From an optimization exercise on the open Yosys and OpenROAD flow, aimed at small area, a short achievable clock period and few clock cycles; shortcuts taken in it are not production practice. RTL that was checked went through simulation tests only; none was proved equivalent to the original. Function not checked in run 2: the RTL went through the layout flow alone. Power and IR drop assume default switching activity.

==> flow/design.v, too long to show whole: its modules and the start of the top module <==
// module r48_round: 30 lines
// module r48_lzc: 50 lines
// module r48_fcmp: 41 lines
// module r48_ksadd: 34 lines
// module r48_multree: 2937 lines
// module r48_fa: 4 lines
// module r48_bpp: 3 lines
// module r48_ha: 4 lines
// module real48_fpu: 238 lines
module real48_fpu (
    input  wire        clk,
    input  wire        rst,
    input  wire        in_valid,
    output wire        in_ready,
    input  wire [3:0]  in_op,
    input  wire [3:0]  in_cond,
    input  wire [47:0] in_a,
    input  wire [47:0] in_b,
    output reg         out_valid,
    output reg  [47:0] out_result,
    output reg         out_ovf,
    output reg         out_finv
);
  // ...
==> flow/run.sh <==
#!/bin/bash
# synth_recipe.tcl (not shown) runs the flow's synth.tcl, then flattens the netlist and writes it again
# the make line also repeats each setting of config.mk as NAME=value (left out here)
make -C /OpenROAD-flow-scripts/flow DESIGN_CONFIG=/design/flow/config.mk WORK_HOME=/design/flow/orfs CLKGATE_MAP_FILE= SYNTH_SCRIPT=/design/flow/synth_recipe.tcl finish
==> flow/config.mk <==
export PLATFORM = sky130hd
export DESIGN_NAME = real48_fpu
export DESIGN_NICKNAME = real48_fpu
export VERILOG_FILES = /design/flow/design.v
export SDC_FILE = /design/flow/constraint.sdc
export NUM_CORES = 4
export LEC_CHECK = 0
export CAP_MARGIN = 20
export CORE_MARGIN = 2
export CORE_UTILIZATION = 55
export SLEW_MARGIN = 20
export SYNTH_HIERARCHICAL = 1
==> flow/constraint.sdc <==
create_clock -name core_clock -period 22.0 [get_ports {clk}]
set_input_delay 4.4000 -clock core_clock [delete_from_list [all_inputs] [get_ports {clk}]]
set_output_delay 4.4000 -clock core_clock [all_outputs]
set_load 0.01 [all_outputs]
==> results by group, run 1 <==
Critical path
  – Buf+Inv Stages, Crit Path: 5
  – CP Max Fanout: 54
  – Slowest CP cell: inv_1
  – Startpoint types: flip-flop
  – Cell mode on critical path: a21o_1

Route
  – Antenna-violating nets left: 0
  – Max Used Layer: met5
  – Vias per cell: 6.751
  – Drt pass-1 iters: 6

GRT
  – Initial antenna violation count: 13
  – Number of global-route vias before repair: 49780
  – Gr usage total: 0.4071

Cells and area
  – Clk_buf instances: 50
  – Antenna Cells: 0
  – Largest registers: a1 (48), b1 (48), out_result (48)
  – Util after Layout: 0.5986
  – Inverter count: 439
  – Non-clock buffer share of cell area: 0.04443
  – Largest class: multi-input combinational cells

Timing
  – Least-Margin Pin Slew: 1192 ps
  – Final Skew: 32.50 ps
  – Setup_tns: 0 ps
  – Hold Fails Final Rpt: 0

Pwr
  – Sw frac: 0.5271
  – Clock power share: 0.075
  – Pwr top: combinational cells
  – Internal power: 4.352 mW
  – P per Cell Area: 148.1 nW/µm²
  – Sequential power: 0.937 mW
  – Combinational power share: 0.823

Floorplanning
  – Die Height: 327.9 µm
  – Tapcells: 1380
  – Starting density of the core: 0.5558

CTS
  – Worst skew pair latency: 650 ps
  – Clock tree from TritonCTS: built

Status
  – Status: timing/DRC/antenna clean

Placement
  – IO buf count: 157

Hold path
  – Worst Hold Launch: finv2
Testbench counts, summed over its fixed seeds: cycles 32,024.
==> module r48_round, before the edit <==
module r48_round (
    input  wire               sign,
    input  wire signed [13:0] exp,      
    input  wire        [36:0] mant,     
    input  wire               guard,
    input  wire               sticky,
    output wire        [47:0] result,
    output wire               ovf
);
    wire        round_up = guard & (sticky | mant[0]);
    reg  [35:0] frac_inc;
    integer k;
    always @* for (k = 0; k < 36; k = k + 1) frac_inc[k] = mant[k] ^ ((k == 0) ? 1'b1 : &(mant[35:0] & ((36'd1 << k) - 36'd1) | ~((36'd1 << k) - 36'd1)));
    wire        all_ones = &mant[35:0];
    wire        carry    = round_up & all_ones;    
    wire [35:0] frac     = round_up ? frac_inc : mant[35:0];
    wire uf0 = exp < -14'sd1022;
    wire uf1 = exp < -14'sd1023;
    wire of0 = exp > 14'sd1023;
    wire of1 = exp > 14'sd1022;
    wire [10:0] bexp0 = exp[10:0] + 11'd1023;
    wire [10:0] bexp1 = exp[10:0] + 11'd1024;
    wire        uf    = carry ? uf1 : uf0;
    wire        of    = carry ? of1 : of0;
    wire [10:0] bexp  = carry ? bexp1 : bexp0;
    assign ovf    = of & ~uf;
    assign result = uf ? {sign, 47'd0}
                  : of ? {sign, 11'h7FF, 36'd0}
                  : {sign, bexp, frac};
endmodule
==> module real48_fpu, before the edit <==
module real48_fpu (
    input  wire        clk,
    input  wire        rst,
    input  wire        in_valid,
    output wire        in_ready,
    input  wire [3:0]  in_op,
    input  wire [3:0]  in_cond,
    input  wire [47:0] in_a,
    input  wire [47:0] in_b,
    output reg         out_valid,
    output reg  [47:0] out_result,
    output reg         out_ovf,
    output reg         out_finv
);
    localparam OP_MOV = 4'h0, OP_ADD = 4'h1, OP_SUB = 4'h2, OP_MUL = 4'h3,
               OP_NEG = 4'h5, OP_ABS = 4'h6, OP_MIN = 4'h8, OP_MAX = 4'h9,
               OP_CMP = 4'hA;
    assign in_ready = 1'b1;
    function [5:0] tzc;
        input [35:0] f;
        integer i;
        begin
            tzc = 6'd36;
            for (i = 35; i >= 0; i = i - 1)
                if (f[i]) tzc = i[5:0];
        end
    endfunction
    reg        v1;
    reg [3:0]  op1, cond1;
    reg [47:0] a1, b1;
    always @(posedge clk) begin
        v1    <= in_valid & ~rst;
        op1   <= in_op;
        cond1 <= in_cond;
        a1    <= in_a;
        b1    <= in_b;
    end
    wire        sa = a1[47];
    wire        sb = b1[47];
    wire [10:0] ea = a1[46:36];
    wire [10:0] eb = b1[46:36];
    wire [35:0] fa = a1[35:0];
    wire [35:0] fb = b1[35:0];
    wire a_zero = (ea == 11'd0);
    wire b_zero = (eb == 11'd0);
    wire a_e1   = (ea == 11'h7FF);
    wire b_e1   = (eb == 11'h7FF);
    wire a_f0   = (fa == 36'd0);
    wire b_f0   = (fb == 36'd0);
    wire a_nan  = a_e1 & ~a_f0;
    wire b_nan  = b_e1 & ~b_f0;
    wire a_inf  = a_e1 & a_f0;
    wire b_inf  = b_e1 & b_f0;
    wire is_add = (op1 == OP_ADD);
    wire is_sub = (op1 == OP_SUB);
    wire is_as  = is_add | is_sub;
    wire is_mul = (op1 == OP_MUL);
    wire is_mov = (op1 == OP_MOV);
    wire is_neg = (op1 == OP_NEG);
    wire is_abs = (op1 == OP_ABS);
    wire is_min = (op1 == OP_MIN);
    wire is_max = (op1 == OP_MAX);
    wire is_cmp = (op1 == OP_CMP);
    wire is_mna = is_mov | is_neg | is_abs;
    wire is_mm  = is_min | is_max;
    wire [10:0] d_ab, d_ba;
    wire        c_ab, c_ba;
    r48_ksadd #(.W(11)) u_dab (.a(ea), .b(~eb), .ci(1'b1), .s(d_ab), .co(c_ab));
    r48_ksadd #(.W(11)) u_dba (.a(eb), .b(~ea), .ci(1'b1), .s(d_ba), .co(c_ba));
    wire e_lt = ~c_ab;                      
    wire e_eq = (ea == eb);
    wire f_lt, f_eq;
    r48_fcmp u_fcmp (.a(fa), .b(fb), .lt(f_lt), .eq(f_eq));
    wire mag_lt = e_lt | (e_eq & ~a_zero & f_lt);
    wire mag_eq = e_eq & (a_zero | f_eq);
    wire mag_gt = ~mag_lt & ~mag_eq;
    wire both_zero = a_zero & b_zero;
    wire eq  = mag_eq & ((sa == sb) | a_zero);
    wire lt  = (~sa & ~sb & mag_lt) | (sa & sb & mag_gt) | (sa & ~sb & ~both_zero);
    wire a_below = lt | (both_zero & sa & ~sb);
    wire b_below = (~lt & ~eq) | (both_zero & sb & ~sa);
    reg cmp;
    always @* begin
        case (cond1)
            4'h0: cmp = eq;
            4'h1: cmp = ~eq;
            4'h2: cmp = lt;
            4'h3: cmp = lt | eq;
            4'h4: cmp = ~lt & ~eq;
            4'h5: cmp = ~lt;
            default: cmp = 1'b0;
        endcase
    end
    wire sel_b = is_as ? mag_lt : ((is_min & b_below) | (is_max & a_below));
    wire        sb_eff  = sb ^ is_sub;
    wire        s_big   = sel_b ? sb_eff : sa;
    wire [10:0] e_big   = sel_b ? eb : ea;
    wire [35:0] f_big   = sel_b ? fb : fa;
    wire        big_zero   = sel_b ? b_zero : a_zero;
    wire        big_inf    = sel_b ? b_inf : a_inf;
    wire        eff_sub = is_as & (sa ^ sb_eff);
    wire [5:0] tza = tzc(fa);
    wire [5:0] tzb = tzc(fb);
    wire [10:0] shift     = e_lt ? d_ba[10:0] : d_ab[10:0];
    wire        add_small = is_as & ~(e_lt ? a_zero : b_zero);
    wire [36:0] m_small   = add_small ? {1'b1, e_lt ? fa : fb} : 37'd0;
    wire [5:0]  tz_small  = e_lt ? tza : tzb;
    wire [38:0] y_sh    = (shift[10:6] != 5'd0) ? 39'd0 : ({m_small, 2'b00} >> shift[5:0]);
    wire        sticky  = add_small & ({1'b0, shift} >= {6'd0, tz_small} + 12'd3);
    wire        y_a     = is_as & e_eq & mag_lt;
    wire [40:0] x_op = {1'b0, 1'b1, f_big, 3'b000};
    wire [40:0] y_op = y_a ? {1'b0, 1'b1, fa, 3'b000} : {1'b0, y_sh, sticky};
    wire [40:0] sum;
    wire        sum_co;
    r48_ksadd #(.W(41)) u_sum (.a(x_op), .b(y_op ^ {41{eff_sub}}), .ci(eff_sub), .s(sum), .co(sum_co));
    wire [73:0] sn, cn;
    r48_multree u_tree (.fa(fa), .fb(fb), .sn(sn), .cn(cn));
    wire [34:0] lo_g = ~sn[34:0] & ~cn[34:0];
    wire [34:0] lo_p = ~sn[34:0] | ~cn[34:0];
    reg  [6:0]  grp_g, grp_p;
    integer gi, gj;
    always @* begin
        for (gi = 0; gi < 7; gi = gi + 1) begin
            grp_g[gi] = 1'b0;
            grp_p[gi] = 1'b1;
            for (gj = 0; gj < 5; gj = gj + 1) begin
                grp_g[gi] = lo_g[5*gi+gj] | (lo_p[5*gi+gj] & grp_g[gi]);
                grp_p[gi] = grp_p[gi] & lo_p[5*gi+gj];
            end
        end
    end
    wire lo_sticky = ({1'b0, tza} + {1'b0, tzb}) < 7'd35;
    wire [11:0] e_sum = {1'b0, ea} + {1'b0, eb};
    reg        sp, sp_sign, sp_e1, sp_nan, sp_lsb, finv;
    always @* begin
        sp = 1'b1; sp_sign = 1'b0; sp_e1 = 1'b0; sp_nan = 1'b0; sp_lsb = 1'b0; finv = 1'b0;
        if (is_as) begin
            if (a_nan | b_nan | (a_inf & b_inf & (sa ^ sb_eff))) begin
                sp_e1 = 1'b1; sp_nan = 1'b1; finv = 1'b1;
            end else if (a_inf | b_inf) begin
                sp_e1 = 1'b1; sp_sign = a_inf ? sa : sb_eff;
            end else if (both_zero) begin
                sp_sign = sa & sb_eff;
            end else begin
                sp = 1'b0;
            end
        end else if (is_mul) begin
            if (a_nan | b_nan | (a_inf & b_zero) | (a_zero & b_inf)) begin
                sp_e1 = 1'b1; sp_nan = 1'b1; finv = 1'b1;
            end else if (a_inf | b_inf) begin
                sp_e1 = 1'b1; sp_sign = sa ^ sb;
            end else if (a_zero | b_zero) begin
                sp_sign = sa ^ sb;
            end else begin
                sp = 1'b0;
            end
        end else if (is_mna | is_mm) begin
            if (a_nan | (is_mm & b_nan)) begin
                sp_e1 = 1'b1; sp_nan = 1'b1; finv = 1'b1;
            end else begin
                sp_sign = is_abs ? 1'b0 : (is_neg ? ~s_big : s_big);
                if (big_inf)       sp_e1 = 1'b1;
                else if (!big_zero) sp = 1'b0;
            end
        end else if (is_cmp) begin
            finv   = a_nan | b_nan;
            sp_lsb = (a_nan | b_nan) ? (cond1 == 4'h1) : cmp;
        end
    end
    wire sign1 = is_mul ? (sa ^ sb) : (is_abs ? 1'b0 : (is_neg ? ~s_big : s_big));
    reg        v2, mul2, sp2, sp_sign2, sp_e12, sp_nan2, sp_lsb2, finv2, sign2;
    reg [40:0] sum2;
    reg [10:0] e_big2;
    reg [38:0] sn2, cn2;
    reg [6:0]  grp_g2, grp_p2;
    reg        lo_sticky2;
    reg [11:0] e_sum2;
    always @(posedge clk) begin
        v2       <= v1 & ~rst;
        mul2     <= is_mul;
        sp2      <= sp;
        sp_sign2 <= sp_sign;
        sp_e12   <= sp_e1;
        sp_nan2  <= sp_nan;
        sp_lsb2  <= sp_lsb;
        finv2    <= finv;
        sign2    <= sign1;
        sum2     <= sum;
        e_big2   <= e_big;
        sn2      <= sn[73:35];
        cn2      <= cn[73:35];
        grp_g2   <= grp_g;
        grp_p2   <= grp_p;
        lo_sticky2 <= lo_sticky;
        e_sum2   <= e_sum;
    end
    wire [5:0] lz;
    wire       sum_nz;
    r48_lzc u_lzc (.x(sum2), .lz(lz), .nz(sum_nz));
    wire [40:0] norm = sum2 << lz;
    wire signed [13:0] add_exp = $signed({3'b000, e_big2}) - 14'sd1022 - $signed({8'd0, lz});
    reg c35;
    integer ci;
    always @* begin
        c35 = 1'b0;
        for (ci = 0; ci < 7; ci = ci + 1)
            c35 = grp_g2[ci] | (grp_p2[ci] & c35);
    end
    wire [38:0] p_hi;                          
    wire        p_co;
    r48_ksadd #(.W(39)) u_hi (.a(~sn2), .b(~cn2), .ci(c35), .s(p_hi), .co(p_co));
    wire        top  = p_hi[38];
    wire signed [13:0] mul_exp = $signed({2'b00, e_sum2}) - 14'sd2046 + $signed({13'd0, top});
    wire [36:0] mant  = mul2 ? (top ? p_hi[38:2] : p_hi[37:1]) : norm[40:4];
    wire        guard = mul2 ? (top ? p_hi[1] : p_hi[0]) : norm[3];
    wire        stk   = mul2 ? ((top & p_hi[0]) | lo_sticky2) : (norm[2:0] != 3'd0);
    wire signed [13:0] exp = mul2 ? mul_exp : add_exp;
    wire [47:0] r_res;
    wire        r_ovf;
    r48_round u_round (
        .sign(sign2), .exp(exp), .mant(mant), .guard(guard), .sticky(stk),
        .result(r_res), .ovf(r_ovf)
    );
    always @(posedge clk) begin
        out_valid <= v2 & ~rst;
        if (sp2) begin
            out_result <= {sp_sign2, {11{sp_e12}}, sp_nan2, 34'd0, sp_lsb2};
            out_ovf    <= 1'b0;
        end else if (!mul2 && !sum_nz) begin
            out_result <= 48'd0;                  
            out_ovf    <= 1'b0;
        end else begin
            out_result <= r_res;
            out_ovf    <= r_ovf;
        end
        out_finv <= finv2;
    end
endmodule
==> run 2, diff against run 1 <==
--- a/flow/design.v
+++ b/flow/design.v
@@ -8,9 +8,7 @@
     output wire               ovf
 );
     wire        round_up = guard & (sticky | mant[0]);
-    reg  [35:0] frac_inc;
-    integer k;
-    always @* for (k = 0; k < 36; k = k + 1) frac_inc[k] = mant[k] ^ ((k == 0) ? 1'b1 : &(mant[35:0] & ((36'd1 << k) - 36'd1) | ~((36'd1 << k) - 36'd1)));
+    wire [35:0] frac_inc = mant[35:0] + 36'd1;
     wire        all_ones = &mant[35:0];
     wire        carry    = round_up & all_ones;    
     wire [35:0] frac     = round_up ? frac_inc : mant[35:0];
@@ -78,81 +76,6 @@
     assign nz = v5[1] | v5[0];
     assign lz = v5[1] ? {1'b0, c5[9:5]} : {1'b1, c5[4:0]};
 endmodule
-module r48_fcmp (
-    input  wire [35:0] a,
-    input  wire [35:0] b,
-    output wire        lt,      
-    output wire        eq       
-);
-    wire [63:0] pa = {a, 28'd0};
-    wire [63:0] pb = {b, 28'd0};
-    wire [63:0] l0 = ~pa & pb;
-    wire [63:0] e0 = ~(pa ^ pb);
-    wire [31:0] l1, e1;
-    wire [15:0] l2, e2;
-    wire [7:0]  l3, e3;
-    wire [3:0]  l4, e4;
-    wire [1:0]  l5, e5;
-    genvar i;
-    generate
-        for (i = 0; i < 32; i = i + 1) begin : g1
-            assign l1[i] = l0[2*i+1] | (e0[2*i+1] & l0[2*i]);
-            assign e1[i] = e0[2*i+1] & e0[2*i];
-        end
-        for (i = 0; i < 16; i = i + 1) begin : g2
-            assign l2[i] = l1[2*i+1] | (e1[2*i+1] & l1[2*i]);
-            assign e2[i] = e1[2*i+1] & e1[2*i];
-        end
-        for (i = 0; i < 8; i = i + 1) begin : g3
-            assign l3[i] = l2[2*i+1] | (e2[2*i+1] & l2[2*i]);
-            assign e3[i] = e2[2*i+1] & e2[2*i];
-        end
-        for (i = 0; i < 4; i = i + 1) begin : g4
-            assign l4[i] = l3[2*i+1] | (e3[2*i+1] & l3[2*i]);
-            assign e4[i] = e3[2*i+1] & e3[2*i];
-        end
-        for (i = 0; i < 2; i = i + 1) begin : g5
-            assign l5[i] = l4[2*i+1] | (e4[2*i+1] & l4[2*i]);
-            assign e5[i] = e4[2*i+1] & e4[2*i];
-        end
-    endgenerate
-    assign lt = l5[1] | (e5[1] & l5[0]);
-    assign eq = e5[1] & e5[0];
-endmodule
-module r48_ksadd #(
-    parameter W = 41
-) (
-    input  wire [W-1:0] a,
-    input  wire [W-1:0] b,
-    input  wire         ci,
-    output wire [W-1:0] s,
-    output wire         co
-);
-    localparam N = W + 1;
-    localparam L = (N <= 2) ? 1 : (N <= 4) ? 2 : (N <= 8) ? 3 : (N <= 16) ? 4 : (N <= 32) ? 5 : (N <= 64) ? 6 : 7;
-    wire [N-1:0] x  = {a, ci};
-    wire [N-1:0] y  = {b, ci};
-    wire [N-1:0] p0 = x ^ y;
-    wire [N*(L+1)-1:0] G, P;
-    assign G[N-1:0] = x & y;
-    assign P[N-1:0] = p0;
-    genvar l, i;
-    generate
-        for (l = 0; l < L; l = l + 1) begin : lvl
-            for (i = 0; i < N; i = i + 1) begin : bt
-                if (i >= (1 << l)) begin : m
-                    assign G[(l+1)*N+i] = G[l*N+i] | (P[l*N+i] & G[l*N+i-(1<<l)]);
-                    assign P[(l+1)*N+i] = P[l*N+i] & P[l*N+i-(1<<l)];
-                end else begin : c
-                    assign G[(l+1)*N+i] = G[l*N+i];
-                    assign P[(l+1)*N+i] = P[l*N+i];
-                end
-            end
-        end
-    endgenerate
-    assign s  = p0[N-1:1] ^ G[L*N+N-2:L*N];
-    assign co = G[L*N+N-1];
-endmodule
 module r48_multree (
     input  wire [35:0] fa,
     input  wire [35:0] fb,
@@ -3166,17 +3089,11 @@
     wire is_cmp = (op1 == OP_CMP);
     wire is_mna = is_mov | is_neg | is_abs;
     wire is_mm  = is_min | is_max;
-    wire [10:0] d_ab, d_ba;
-    wire        c_ab, c_ba;
-    r48_ksadd #(.W(11)) u_dab (.a(ea), .b(~eb), .ci(1'b1), .s(d_ab), .co(c_ab));
-    r48_ksadd #(.W(11)) u_dba (.a(eb), .b(~ea), .ci(1'b1), .s(d_ba), .co(c_ba));
-    wire e_lt = ~c_ab;                      
-    wire e_eq = (ea == eb);
-    wire f_lt, f_eq;
-    r48_fcmp u_fcmp (.a(fa), .b(fb), .lt(f_lt), .eq(f_eq));
-    wire mag_lt = e_lt | (e_eq & ~a_zero & f_lt);
-    wire mag_eq = e_eq & (a_zero | f_eq);
-    wire mag_gt = ~mag_lt & ~mag_eq;
+    wire [46:0] ka = {ea, a_zero ? 36'd0 : fa};
+    wire [46:0] kb = {eb, b_zero ? 36'd0 : fb};
+    wire mag_gt = ka > kb;
+    wire mag_eq = ka == kb;
+    wire mag_lt = ~mag_gt & ~mag_eq;
     wire both_zero = a_zero & b_zero;
     wire eq  = mag_eq & ((sa == sb) | a_zero);
     wire lt  = (~sa & ~sb & mag_lt) | (sa & sb & mag_gt) | (sa & ~sb & ~both_zero);
@@ -3199,36 +3116,36 @@
     wire        s_big   = sel_b ? sb_eff : sa;
     wire [10:0] e_big   = sel_b ? eb : ea;
     wire [35:0] f_big   = sel_b ? fb : fa;
+    wire [10:0] e_small = sel_b ? ea : eb;
+    wire [35:0] f_small = sel_b ? fa : fb;
+    wire        small_zero = sel_b ? a_zero : b_zero;
     wire        big_zero   = sel_b ? b_zero : a_zero;
     wire        big_inf    = sel_b ? b_inf : a_inf;
     wire        eff_sub = is_as & (sa ^ sb_eff);
     wire [5:0] tza = tzc(fa);
     wire [5:0] tzb = tzc(fb);
-    wire [10:0] shift     = e_lt ? d_ba[10:0] : d_ab[10:0];
-    wire        add_small = is_as & ~(e_lt ? a_zero : b_zero);
-    wire [36:0] m_small   = add_small ? {1'b1, e_lt ? fa : fb} : 37'd0;
-    wire [5:0]  tz_small  = e_lt ? tza : tzb;
+    wire [5:0] tz_small = sel_b ? tza : tzb;
+    wire        add_small = is_as & ~small_zero;
+    wire [36:0] m_small = add_small ? {1'b1, f_small} : 37'd0;
+    wire [10:0] shift   = e_big - e_small;
     wire [38:0] y_sh    = (shift[10:6] != 5'd0) ? 39'd0 : ({m_small, 2'b00} >> shift[5:0]);
     wire        sticky  = add_small & ({1'b0, shift} >= {6'd0, tz_small} + 12'd3);
-    wire        y_a     = is_as & e_eq & mag_lt;
     wire [40:0] x_op = {1'b0, 1'b1, f_big, 3'b000};
-    wire [40:0] y_op = y_a ? {1'b0, 1'b1, fa, 3'b000} : {1'b0, y_sh, sticky};
-    wire [40:0] sum;
-    wire        sum_co;
-    r48_ksadd #(.W(41)) u_sum (.a(x_op), .b(y_op ^ {41{eff_sub}}), .ci(eff_sub), .s(sum), .co(sum_co));
+    wire [40:0] y_op = {1'b0, y_sh, sticky};
+    wire [40:0] sum  = x_op + (y_op ^ {41{eff_sub}}) + {40'd0, eff_sub};
     wire [73:0] sn, cn;
     r48_multree u_tree (.fa(fa), .fb(fb), .sn(sn), .cn(cn));
     wire [34:0] lo_g = ~sn[34:0] & ~cn[34:0];
     wire [34:0] lo_p = ~sn[34:0] | ~cn[34:0];
-    reg  [6:0]  grp_g, grp_p;
+    reg  [4:0]  grp_g, grp_p;
     integer gi, gj;
     always @* begin
-        for (gi = 0; gi < 7; gi = gi + 1) begin
+        for (gi = 0; gi < 5; gi = gi + 1) begin
             grp_g[gi] = 1'b0;
             grp_p[gi] = 1'b1;
-            for (gj = 0; gj < 5; gj = gj + 1) begin
-                grp_g[gi] = lo_g[5*gi+gj] | (lo_p[5*gi+gj] & grp_g[gi]);
-                grp_p[gi] = grp_p[gi] & lo_p[5*gi+gj];
+            for (gj = 0; gj < 7; gj = gj + 1) begin
+                grp_g[gi] = lo_g[7*gi+gj] | (lo_p[7*gi+gj] & grp_g[gi]);
+                grp_p[gi] = grp_p[gi] & lo_p[7*gi+gj];
             end
         end
     end
@@ -3275,7 +3192,7 @@
     reg [40:0] sum2;
     reg [10:0] e_big2;
     reg [38:0] sn2, cn2;
-    reg [6:0]  grp_g2, grp_p2;
+    reg [4:0]  grp_g2, grp_p2;
     reg        lo_sticky2;
     reg [11:0] e_sum2;
     always @(posedge clk) begin
@@ -3306,12 +3223,11 @@
     integer ci;
     always @* begin
         c35 = 1'b0;
-        for (ci = 0; ci < 7; ci = ci + 1)
+        for (ci = 0; ci < 5; ci = ci + 1)
             c35 = grp_g2[ci] | (grp_p2[ci] & c35);
     end
-    wire [38:0] p_hi;                          
-    wire        p_co;
-    r48_ksadd #(.W(39)) u_hi (.a(~sn2), .b(~cn2), .ci(c35), .s(p_hi), .co(p_co));
+    wire [39:0] hi_sum = {~sn2, 1'b1} + {~cn2, c35};
+    wire [38:0] p_hi = hi_sum[39:1];           
     wire        top  = p_hi[38];
     wire signed [13:0] mul_exp = $signed({2'b00, e_sum2}) - 14'sd2046 + $signed({13'd0, top});
     wire [36:0] mant  = mul2 ? (top ? p_hi[38:2] : p_hi[37:1]) : norm[40:4];
--- a/flow/config.mk
+++ b/flow/config.mk
@@ -7,6 +7,6 @@
 export LEC_CHECK = 0
 export CAP_MARGIN = 20
 export CORE_MARGIN = 2
-export CORE_UTILIZATION = 55
+export CORE_UTILIZATION = 40
 export SLEW_MARGIN = 20
 export SYNTH_HIERARCHICAL = 1
==> run 2 against run 1 <==
First-iteration DRC count is 6.0% lower. Routed wire length is 0.86% higher. Die area is 33% higher. Clock power is 8.6% higher. Largest power group unchanged. Sequential power is 2.5% lower. Register-to-register slack worse by 3500 ps. Cell count is 5.5% higher. Final area is 1.6% lower. Combinational power is 12% lower. Sequential share of layout area hardly changed. Global-route usage is 9.8 points lower.
==> results by group, run 2 <==
Synthesis
  – Cells after Synth: 5941 (was 6037)
  – Syn Area/Cell: 9.414 µm² (was 9.556 µm²)
  – Synthesized area: 55930 µm² (was 57690 µm²)
  – Ys Warns: 7 (was 8)

Route
  – Wire per inst: 28.48 µm (was 29.77 µm)
  – Antenna-violating nets left: 0 (unchanged)
  – DR DRC count: 0 (unchanged)
  – Detailed-route wire length: 224.0 mm (was 222.1 mm)
  – Vias per cell: 6.251 (was 6.751)
  – Vias: 49170 (was 50350)
  – Drt pass-1 iters: 8 (was 6)
  – 1st-iter DRT viols: 5254 (was 5589)

Critical path
  – R2R Path End: sum2[40] (was sum2[39])
  – CP Capture Type: flip-flop (unchanged)
  – Delay-heaviest family, CP: compound AO/OA/AOI/OAI gates (unchanged)
  – R2r setup slk: 10360 ps (was 13890 ps)
  – Buf+Inv Stages, Crit Path: 4 (was 5)
  – CP Max Fanout: 55 (was 54)
  – Slowest CP cell: nand3_2 (was inv_1)
  – Cell mode on critical path: a21oi_1 (was a21o_1)
  – Kind of critical path: reg2reg (unchanged)
  – Startpoint types: flip-flop (unchanged)
  – Max incr delay on CP: 860 ps (was 570 ps)
  – Reg2Reg Depth: 37 (was 30)
  – FF-to-FF Start: b1[40] (was b1[36])
  – Worst EP required: 22480 ps (was 22520 ps)
  – Worst path arrival time: 12120 ps (was 8630 ps)

Cells and area
  – Most frequent cells in the layout: xor2_1 (698), a22oi_2 (630), fa_1 (622) (was xor2_1 (698), a22oi_2 (630), fa_1 (623))
  – Nets: 6903 (was 7020)
  – Layout cell share with drive strength beyond 1: 0.1850 (was 0.1932)
  – Util after Layout: 0.4394 (was 0.5986)
  – Most common cell after layout, fill and taps aside: xor2_1 (unchanged)
  – Area Overhead vs Synth: 9.365% (was 7.700%)
  – Largest registers: a1 (48), b1 (48), out_result (48) (unchanged)
  – Design area: 61160 µm² (was 62130 µm²)

Floorplanning
  – Chip Width: 377.9 µm (was 327.9 µm)
  – Row count: 137 (was 118)
  – Die area: 142800 µm² (was 107500 µm²)
  – Die Height: 377.9 µm (was 327.9 µm)
  – Num ports: 159 (unchanged)
  – Core Footprint: 139200 µm² (was 103800 µm²)
  – Starting density of the core: 0.4018 (was 0.5558)

GRT
  – Grt ovf: 0 (unchanged)
  – Number of global-route vias before repair: 48910 (was 49780)
  – First-pass GRT wire length: 329.7 mm (was 328.2 mm)
  – Gr usage total: 0.3086 (was 0.4071)
  – Initial antenna violation count: 12 (was 13)
  – Largest net degree at the start of global routing: 74 (was 55)

Pwr
  – Seq pwr share: 0.109 (was 0.102)
  – Peak supply drop: 0.0001445 V (was 0.0001982 V)
  – Leakage Power: 23.60 nW (was 24.06 nW)
  – P per Cell Area: 136.7 nW/µm² (was 148.1 nW/µm²)
  – Switching pwr: 4.236 mW (was 4.851 mW)
  – Combinational power share: 0.801 (was 0.823)
  – Internal power: 4.122 mW (was 4.352 mW)
  – Clock power share: 0.089 (was 0.075)
  – Sw frac: 0.5068 (was 0.5271)

Timing
  – Tcrit/Tclk final: 0.5291 (was 0.3687)
  – Final Skew: 38.53 ps (was 32.50 ps)
  – Least-Margin Pin Slew: 1223 ps (was 1192 ps)
  – Final number of setup-violating endpoints: 0 (unchanged)
  – RSZ-0062 raised after global routing: no (unchanged)
  – Setup_tns: 0 ps (unchanged)
  – Hold Fails Final Rpt: 0 (unchanged)
  – Fmax: 85.91 MHz (was 123.3 MHz)
  – Minimum clock period: 11640 ps (was 8110 ps)
  – Max Slew Vio Count: 0 (unchanged)
  – Relative slew slack: 0.1838 (was 0.1980)

Placement
  – Final GP Congestion: 0.9877 (was 1.026)
  – IO buf count: 157 (unchanged)
  – Detailed placer's ending HPWL: 157.4 mm (was 154.6 mm)
  – Post-place instance area: 59670 µm² (was 60750 µm²)

Status
  – Status: timing/DRC/antenna clean (unchanged)

Hold path
  – Hold Path Class: reg2reg (unchanged)
  – Worst Hold Launch: finv2 (unchanged)
  – Hold depth: 0 (unchanged)
  – Worst Hold End: out_finv (unchanged)

CTS
  – Clk root buf: clkbuf_16 (unchanged)
  – Hold_buf cts: 0 (unchanged)
  – Post-CTS Setup Bufs: 0 (unchanged)
  – Cts bufs inserted: 43 (was 40)
  – Clock tree from TritonCTS: built (unchanged)
  – Max Root-Sink Buffers: 3 (unchanged)
  – H-tree depth: 2 (unchanged)
  – Clock transition at path regs: 60 ps (was 70 ps)
  – Worst skew pair latency: 660 ps (was 650 ps)
  – CTS Sinks: 317 (was 321)
  – Post-CTS Resized: 0 (unchanged)

Flow run
  – Max-cap violations: 0 (unchanged)
## run 2: stage by stage
step	instances	power [mW]	setup slack, ps	hold WS (ps)
finish	7865	8.358	10360	337.2
global route	7861	9.058	9745	343.0
CTS	7861	8.216	10620	339.2
detailed placement	7783	7.433	10660	325.3
global placement	7783	7.327	10790	316.9
floorplan	5942	7.195	12560	309.6
## run 2: power by group through the flow
stage / sequential [mW] / combinational, mW / clock [mW]
6_report: 0.914 / 6.70 / 0.748
5_1_grt: 0.926 / 7.35 / 0.784
4_1_cts: 0.910 / 6.54 / 0.768
3_5_place_dp: 0.922 / 6.51 / 0
3_3_place_gp: 0.920 / 6.41 / 0
2_1_floorplan: 0.942 / 6.25 / 0
## run 2: final cells by class
| class | instances | area (µm²) |
|---|---|---|
| timing repair buffer | 310 | 2720 |
| inverter | 404 | 1516 |
| sequential | 317 | 6461 |
| clock buffer | 55 | 1202 |
| antenna | 4 | 10.01 |
| multi-input combinational | 4876 | 46630 |
| fill | 13710 | 78020 |
| clock inverter | 23 | 280.3 |
| tap | 1876 | 2347 |
## run 2: worst max-delay path by stage
| stage | start | end | cells after the start | slack, ps |
|---|---|---|---|---|
| 5_1_grt | b1[40] | sum2[40] | 39 | 9750 |
| 3_5_place_dp | b1[40] | sum2[40] | 39 | 10660 |
| 3_3_place_gp | b1[46] | sum2[40] | 37 | 10790 |
| 6_report | b1[40] | sum2[40] | 37 | 10360 |
| 4_1_cts | b1[40] | sum2[40] | 39 | 10620 |
| 2_1_floorplan | a1[2] | sum2[40] | 40 | 12560 |
## run 2: metal layers
layer,track usage,up-vias,wire length [µm]
met4,0.1665,10,13570
met3,0.08511,760,24500
met2,0.4545,3084,93840
met5,0,-,66
met1,0.4090,24420,91980
li1,-,20890,-

static timing again, ports no longer ideal:
Ports are ideal in the flow. The routed layouts listed here were re-timed in OpenROAD.
Step 1: set_driving_cell puts a clkbuf_16 on clk and a buf_2 on each other input, an assumption about the parent block.
Step 2 also shifts input and output timing later by t, the mid clock arrival at the registers, as if the neighbouring blocks saw the same clock.
Slacks: ideal / step 1 / step 2; pairs: ideal / step 1.
| run | t, ns | slack for setup (ns) | worst setup path at the end |
|---|---|---|---|
| run 1 | 0.712 | 13.890 / 13.890 / 13.890 | register to register |
| run 2 | 0.716 | 10.360 / 10.360 / 10.360 | register to register |
After both steps setup and hold are still met in every run listed.
